Source: an optimization exercise on an open RTL-to-GDS flow (aim: small area, a short achievable clock period and few clock cycles per item). Production flows keep margins and buffers that such runs may drop. Function was checked by simulation only, so behaviour that the tests miss may differ from the original.

==> wip/lagoon <==
// tally_unit
module tally_unit (
    input  wire        clk,
    input  wire        rst,
    input  wire        in_valid,
    output wire        in_ready,
    input  wire [7:0]  in_j,
    input  wire [63:0] in_crc_old,
    input  wire [63:0] in_old,
    input  wire [63:0] in_new,
    output wire        out_valid,
    input  wire        out_ready,
    output reg  [63:0] out_crc
);
==> module tally_unit, before the edit <==
module tally_unit (
    input  wire        clk,
    input  wire        rst,
    input  wire        in_valid,
    output wire        in_ready,
    input  wire [7:0]  in_j,
    input  wire [63:0] in_crc_old,
    input  wire [63:0] in_old,
    input  wire [63:0] in_new,
    output wire        out_valid,
    input  wire        out_ready,
    output reg  [63:0] out_crc
);
    localparam [63:0] POLY = 64'h42F0_E1EB_A9EA_3693;
    function [63:0] mulmod_step;
        input [63:0] r0;
        input [63:0] a;
        input [7:0]  d;
        integer i;
        reg [63:0] r;
        begin
            r = r0;
            for (i = 7; i >= 0; i = i - 1)
                r = {r[62:0], 1'b0} ^ (r[63] ? POLY : 64'h0) ^ (d[i] ? a : 64'h0);
            mulmod_step = r;
        end
    endfunction
    reg  [2:0]  bcnt;         
    reg         rdy;          
    reg         rdy0;         
    reg  [63:0] d_q;
    reg         v_q;          
    reg         l_q;          
    reg  [63:0] t_a;          
    reg  [7:0]  j_a;
    reg  [63:0] crc_old_a;
    reg         b_busy;
    reg  [2:0]  k;            
    reg  [63:0] t_b;
    reg  [63:0] crc_old_b;
    reg  [63:0] s_r;          
    reg  [7:0]  s_q;          
    reg  [63:0] prod;         
    reg         ov;
    wire b_last  = b_busy && (k == 3'd7);
    wire b_done  = b_last && !ov;
    wire b_step  = b_busy && !b_last;
    assign in_ready  = rdy;
    assign out_valid = ov;
    wire take  = in_valid && rdy;
    wire start = v_q && l_q;
    wire [2:0] bcnt_n   = take ? bcnt + 3'd1 : bcnt;
    wire       b_busy_n = start || (b_busy && !b_done);
    wire [2:0] k_n      = start ? 3'd0 : (b_step ? k + 3'd1 : k);
    wire       ov_n     = b_done || (ov && !out_ready);
    wire       rdy_n    = (bcnt_n != 3'd7) || !b_busy_n || (k_n[2:1] == 2'b11 && !ov_n);
    wire [63:0] crc_in = t_a ^ d_q;
    wire [63:0] crc_out;
    tally_crc_word u_crc (.x(crc_in), .y(crc_out));
    wire [63:0] shift_val;
    tally_shift_rom u_rom (
        .j   (j_a),
        .val (shift_val)
    );
    wire [7:0] s_next = s_r[8*(7 - k_n) +: 8];
    wire [63:0] step = mulmod_step(prod, t_b, s_q);
    always @(posedge clk) begin
        if (rst) begin
            bcnt   <= 3'd0;
            rdy    <= 1'b1;
            rdy0   <= 1'b1;
            v_q    <= 1'b0;
            b_busy <= 1'b0;
            k      <= 3'd0;
            ov     <= 1'b0;
        end else begin
            bcnt   <= bcnt_n;
            rdy    <= rdy_n;
            rdy0   <= rdy_n && (bcnt_n == 3'd0);
            v_q    <= take;
            b_busy <= b_busy_n;
            k      <= k_n;
            ov     <= ov_n;
        end
    end
    always @(posedge clk) begin
        d_q <= in_old ^ in_new;
        l_q <= (bcnt == 3'd7);
        if (rdy0) begin
            j_a       <= in_j;
            crc_old_a <= in_crc_old;
        end
        if (rst || start)
            t_a <= 64'h0;             
        else if (v_q)
            t_a <= crc_out;
        if (!b_busy || k[2:1] == 2'b11)
            s_r <= shift_val;
        if (start || b_step)
            s_q <= s_next;
        if (start) begin
            t_b       <= crc_out;
            crc_old_b <= crc_old_a;
            prod      <= 64'h0;
        end else if (b_step) begin
            prod      <= step;
        end
        if (b_done)
            out_crc <= crc_old_b ^ step;
    end
endmodule
Settings: LEC_CHECK=0, CAP_MARGIN=20, CORE_MARGIN=2, CORE_UTILIZATION=24, PLACE_DENSITY=0.4, SLEW_MARGIN=20, SYNTH_MEMORY_MAX_BITS=16384; clock period 12.0 ns.
standard.sh (not shown) runs the stock make flow with config.mk's settings and CLKGATE_MAP_FILE= SYNTH_SCRIPT=/design/flow/synth_recipe.tcl, a recipe that flattens the netlist after the stock synthesis.
==> flow/flow/run.sh <==
#!/bin/bash
# The standard layout (the design's SDC unchanged), with changes to how it
# is made: timing repair aims 8 ns below the clock period, the port buffers
# are buf_1 cells, and antenna repair after detailed routing may take up to
# 8 rounds.
set -euo pipefail
bash standard.sh "BUFFER_PORTS_ARGS=-buffer_cell sky130_fd_sc_hd__buf_1" SETUP_SLACK_MARGIN=8 MAX_REPAIR_ANTENNAS_ITER_DRT=8 finish > make_finish.log 2>&1
==> inputs of wip/raven, as changes to wip/lagoon <==
--- a/flow/design.v
+++ b/flow/design.v
@@ -26398,7 +26398,7 @@
     reg  [2:0]  k;            
     reg  [63:0] t_b;
     reg  [63:0] crc_old_b;
-    reg  [63:0] s_r;          
+    reg  [7:0]  j_r;          
     reg  [7:0]  s_q;          
     reg  [63:0] prod;         
     reg         ov;
@@ -26419,10 +26419,10 @@
     tally_crc_word u_crc (.x(crc_in), .y(crc_out));
     wire [63:0] shift_val;
     tally_shift_rom u_rom (
-        .j   (j_a),
+        .j   (j_r),
         .val (shift_val)
     );
-    wire [7:0] s_next = s_r[8*(7 - k_n) +: 8];
+    wire [7:0] s_next = shift_val[8*(7 - k_n) +: 8];
     wire [63:0] step = mulmod_step(prod, t_b, s_q);
     always @(posedge clk) begin
         if (rst) begin
@@ -26455,7 +26455,7 @@
         else if (v_q)
             t_a <= crc_out;
         if (!b_busy || k[2:1] == 2'b11)
-            s_r <= shift_val;
+            j_r <= j_a;
         if (start || b_step)
             s_q <= s_next;
         if (start) begin
==> flow/flow/run.sh (replaced) <==
#!/bin/bash
# The standard layout (the design's SDC unchanged), with two changes to how
# it is made: timing repair aims 8.5 ns below the clock period, and the port
# buffers are buf_1 cells.
set -euo pipefail
bash standard.sh "BUFFER_PORTS_ARGS=-buffer_cell sky130_fd_sc_hd__buf_1" SETUP_SLACK_MARGIN=8.5 finish > make_finish.log 2>&1
==> comparison <==
Of wip/lagoon and wip/raven, wip/raven has the higher first-iteration DRC count (gap about 8%, measured against wip/raven).
In wip/lagoon the core utilization is lower than in wip/raven, by 4.1 points.
Of wip/lagoon and wip/raven, wip/lagoon has the higher die area (gap about 5%, measured against wip/raven).
Against wip/raven, the hold slack of wip/lagoon is worse by 13 ps.
Between wip/raven and wip/lagoon, the lower non-clock buffer count is in wip/lagoon (gap 337).
Between wip/raven and wip/lagoon, the lower register-to-register slack is in wip/lagoon (gap 200 ps).
Flip-flop and latch count: wip/lagoon is higher than wip/raven (56).
Between wip/lagoon and wip/raven, the lower synthesized area is in wip/raven (gap 4.8%, measured against wip/raven).
In wip/raven the via count is larger than in wip/lagoon, by 4.2%.
Testbench counts of wip/lagoon, summed over its fixed seeds: cycles 19,280, items 2,400.
Testbench counts of wip/raven, summed over its fixed seeds: cycles 19,280, items 2,400.

* * *

==> job 9935: inputs <==
Starting RTL as in the previous note.
export LEC_CHECK = 0
export CAP_MARGIN = 20
export CORE_MARGIN = 2
export CORE_UTILIZATION = 24
export PLACE_DENSITY = 0.4
export SLEW_MARGIN = 20
export SYNTH_MEMORY_MAX_BITS = 16384
create_clock -name core_clock -period 12.0 [get_ports {clk}]
==> flow/flow/run.sh <==
#!/bin/bash
# The standard layout (the design's SDC unchanged), with changes to how it
# is made: timing repair aims 8.5 ns below the clock period, the port buffers
# are buf_1 cells, and antenna repair after detailed routing may take up to
# 8 rounds.
set -euo pipefail
bash standard.sh "BUFFER_PORTS_ARGS=-buffer_cell sky130_fd_sc_hd__buf_1" SETUP_SLACK_MARGIN=8.5 MAX_REPAIR_ANTENNAS_ITER_DRT=8 finish > make_finish.log 2>&1
==> job 1332: changes against job 9935 <==
--- a/flow/design.v
+++ b/flow/design.v
@@ -26399,5 +26399,5 @@
     reg  [63:0] t_b;
     reg  [63:0] crc_old_b;
-    reg  [63:0] s_r;          
+    reg  [7:0]  j_r;          
     reg  [7:0]  s_q;          
     reg  [63:0] prod;         
@@ -26420,8 +26420,8 @@
     wire [63:0] shift_val;
     tally_shift_rom u_rom (
-        .j   (j_a),
+        .j   (j_r),
         .val (shift_val)
     );
-    wire [7:0] s_next = s_r[8*(7 - k_n) +: 8];
+    wire [7:0] s_next = shift_val[8*(7 - k_n) +: 8];
     wire [63:0] step = mulmod_step(prod, t_b, s_q);
     always @(posedge clk) begin
@@ -26456,5 +26456,5 @@
             t_a <= crc_out;
         if (!b_busy || k[2:1] == 2'b11)
-            s_r <= shift_val;
+            j_r <= j_a;
         if (start || b_step)
             s_q <= s_next;
==> flow/flow/run.sh (replaced) <==
#!/bin/bash
# The standard layout (the design's SDC unchanged), with two changes to how
# it is made: timing repair aims 8 ns below the clock period, and the port
# buffers are buf_1 cells.
set -euo pipefail
bash standard.sh "BUFFER_PORTS_ARGS=-buffer_cell sky130_fd_sc_hd__buf_1" SETUP_SLACK_MARGIN=8 finish > make_finish.log 2>&1
Settings changed: CAP_MARGIN 20 to 25, SLEW_MARGIN 20 to 25.
==> job 1500: changes against job 9935 <==
--- a/flow/design.v
+++ b/flow/design.v
@@ -26399,5 +26399,5 @@
     reg  [63:0] t_b;
     reg  [63:0] crc_old_b;
-    reg  [63:0] s_r;          
+    reg  [7:0]  j_r;          
     reg  [7:0]  s_q;          
     reg  [63:0] prod;         
@@ -26420,8 +26420,8 @@
     wire [63:0] shift_val;
     tally_shift_rom u_rom (
-        .j   (j_a),
+        .j   (j_r),
         .val (shift_val)
     );
-    wire [7:0] s_next = s_r[8*(7 - k_n) +: 8];
+    wire [7:0] s_next = shift_val[8*(7 - k_n) +: 8];
     wire [63:0] step = mulmod_step(prod, t_b, s_q);
     always @(posedge clk) begin
@@ -26456,5 +26456,5 @@
             t_a <= crc_out;
         if (!b_busy || k[2:1] == 2'b11)
-            s_r <= shift_val;
+            j_r <= j_a;
         if (start || b_step)
             s_q <= s_next;
==> flow/flow/run.sh (replaced) <==
#!/bin/bash
# The standard layout (the design's SDC unchanged), with two changes to how
# it is made: timing repair aims 8 ns below the clock period, and the port
# buffers are buf_1 cells.
set -euo pipefail
bash standard.sh "BUFFER_PORTS_ARGS=-buffer_cell sky130_fd_sc_hd__buf_1" SETUP_SLACK_MARGIN=8 finish > make_finish.log 2>&1
Settings changed: CAP_MARGIN 20 to 30, CORE_UTILIZATION 24 to 26, PLACE_DENSITY 0.4 to 0.42, SLEW_MARGIN 20 to 30.
==> impl_metrics.yaml <==
floorplanning:
  die_width_microns: 456
  die_area_sq_mm: 0.208
global_routing:
  grt_max_degree: 112
  grt_pass1_wl_mm: 627
  grt_busiest_layer: "met2"
sta:
  max_slew.worst_pin.slew_ps: 1260
worst_hold_path:
  hold_end: "crc_old_b[54]"
yosys:
  ys_types: 83
routing:
  drt_first_iter_violations: 10536
run_status:
  outcome: "timing/DRC/antenna clean"
# the run above: job 9935

==> impl_metrics.yaml <==
run_status:
  outcome: "timing/DRC/antenna clean"
floorplanning:
  die_width_microns: 428
  die_area_sq_mm: 0.183
global_routing:
  grt_pass1_wl_mm: 586
  grt_busiest_layer: "met1"
  grt_max_degree: 78
worst_hold_path:
  hold_end: "crc_old_b[40]"
yosys:
  ys_types: 86
  synth-seq-area-share_pct: 26.7
sta:
  max_slew.worst_pin.slew_ps: 1200
# the run above: job 1500

==> impl_metrics.yaml <==
yosys:
  synth_xor_area_share_pct: 31.9
  ys_types: 86
floorplanning:
  die_width_microns: 445
  die_area_sq_mm: 0.198
run_status:
  outcome: "timing/DRC/antenna clean"
global_routing:
  grt_pass1_wl_mm: 603
  grt_busiest_layer: "met1"
  grt_max_degree: 119
routing:
  drt_first_iter_violations: 10273
# the run above: job 1332

Testbench counts of job 9935, summed over its fixed seeds: cycles 19,280, items 2,400.
Testbench counts of job 1332, summed over its fixed seeds: cycles 19,280, items 2,400.
Testbench counts of job 1500, summed over its fixed seeds: cycles 19,280, items 2,400.

## static timing again, ports no longer ideal
How much do the figures lean on ideal ports? The routed layouts below were timed once more, with nothing changed but the port constraints.
Step 1: set_driving_cell puts a clkbuf_16 on clk and a buf_2 on each other input, an assumption about the parent block.
Step 2 times the ports against the registers' clock, not the clock port: input delays grow and output delays shrink by t, the midpoint of the rising clock arrivals with the driver on.
Slacks: no drivers / after step 1 / after step 2; pairs: no drivers / after step 1.
| run | t (ns) | setup slack, ns | worst setup path at the end | clock arrival spread, ns |
|---|---|---|---|---|
| wip/lagoon | 0.855 | 7.661 / 7.661 / 7.661 | register to register | 0.083 / 0.083 |
| wip/raven | 0.736 | 7.864 / 7.864 / 7.864 | register to register | 0.071 / 0.071 |
| job 9935 | 0.858 | 8.157 / 8.157 / 7.906 | input to register | 0.067 / 0.066 |
| job 1332 | 0.731 | 7.477 / 7.477 / 7.477 | register to register | 0.054 / 0.054 |
| job 1500 | 0.719 | 7.487 / 7.487 / 7.487 | register to register | 0.056 / 0.056 |
After both steps setup and hold are still met in every run listed. For job 9935, which loses most, drivers alone change the setup slack by 0.000 ns; drivers and shift together by -0.251 ns.
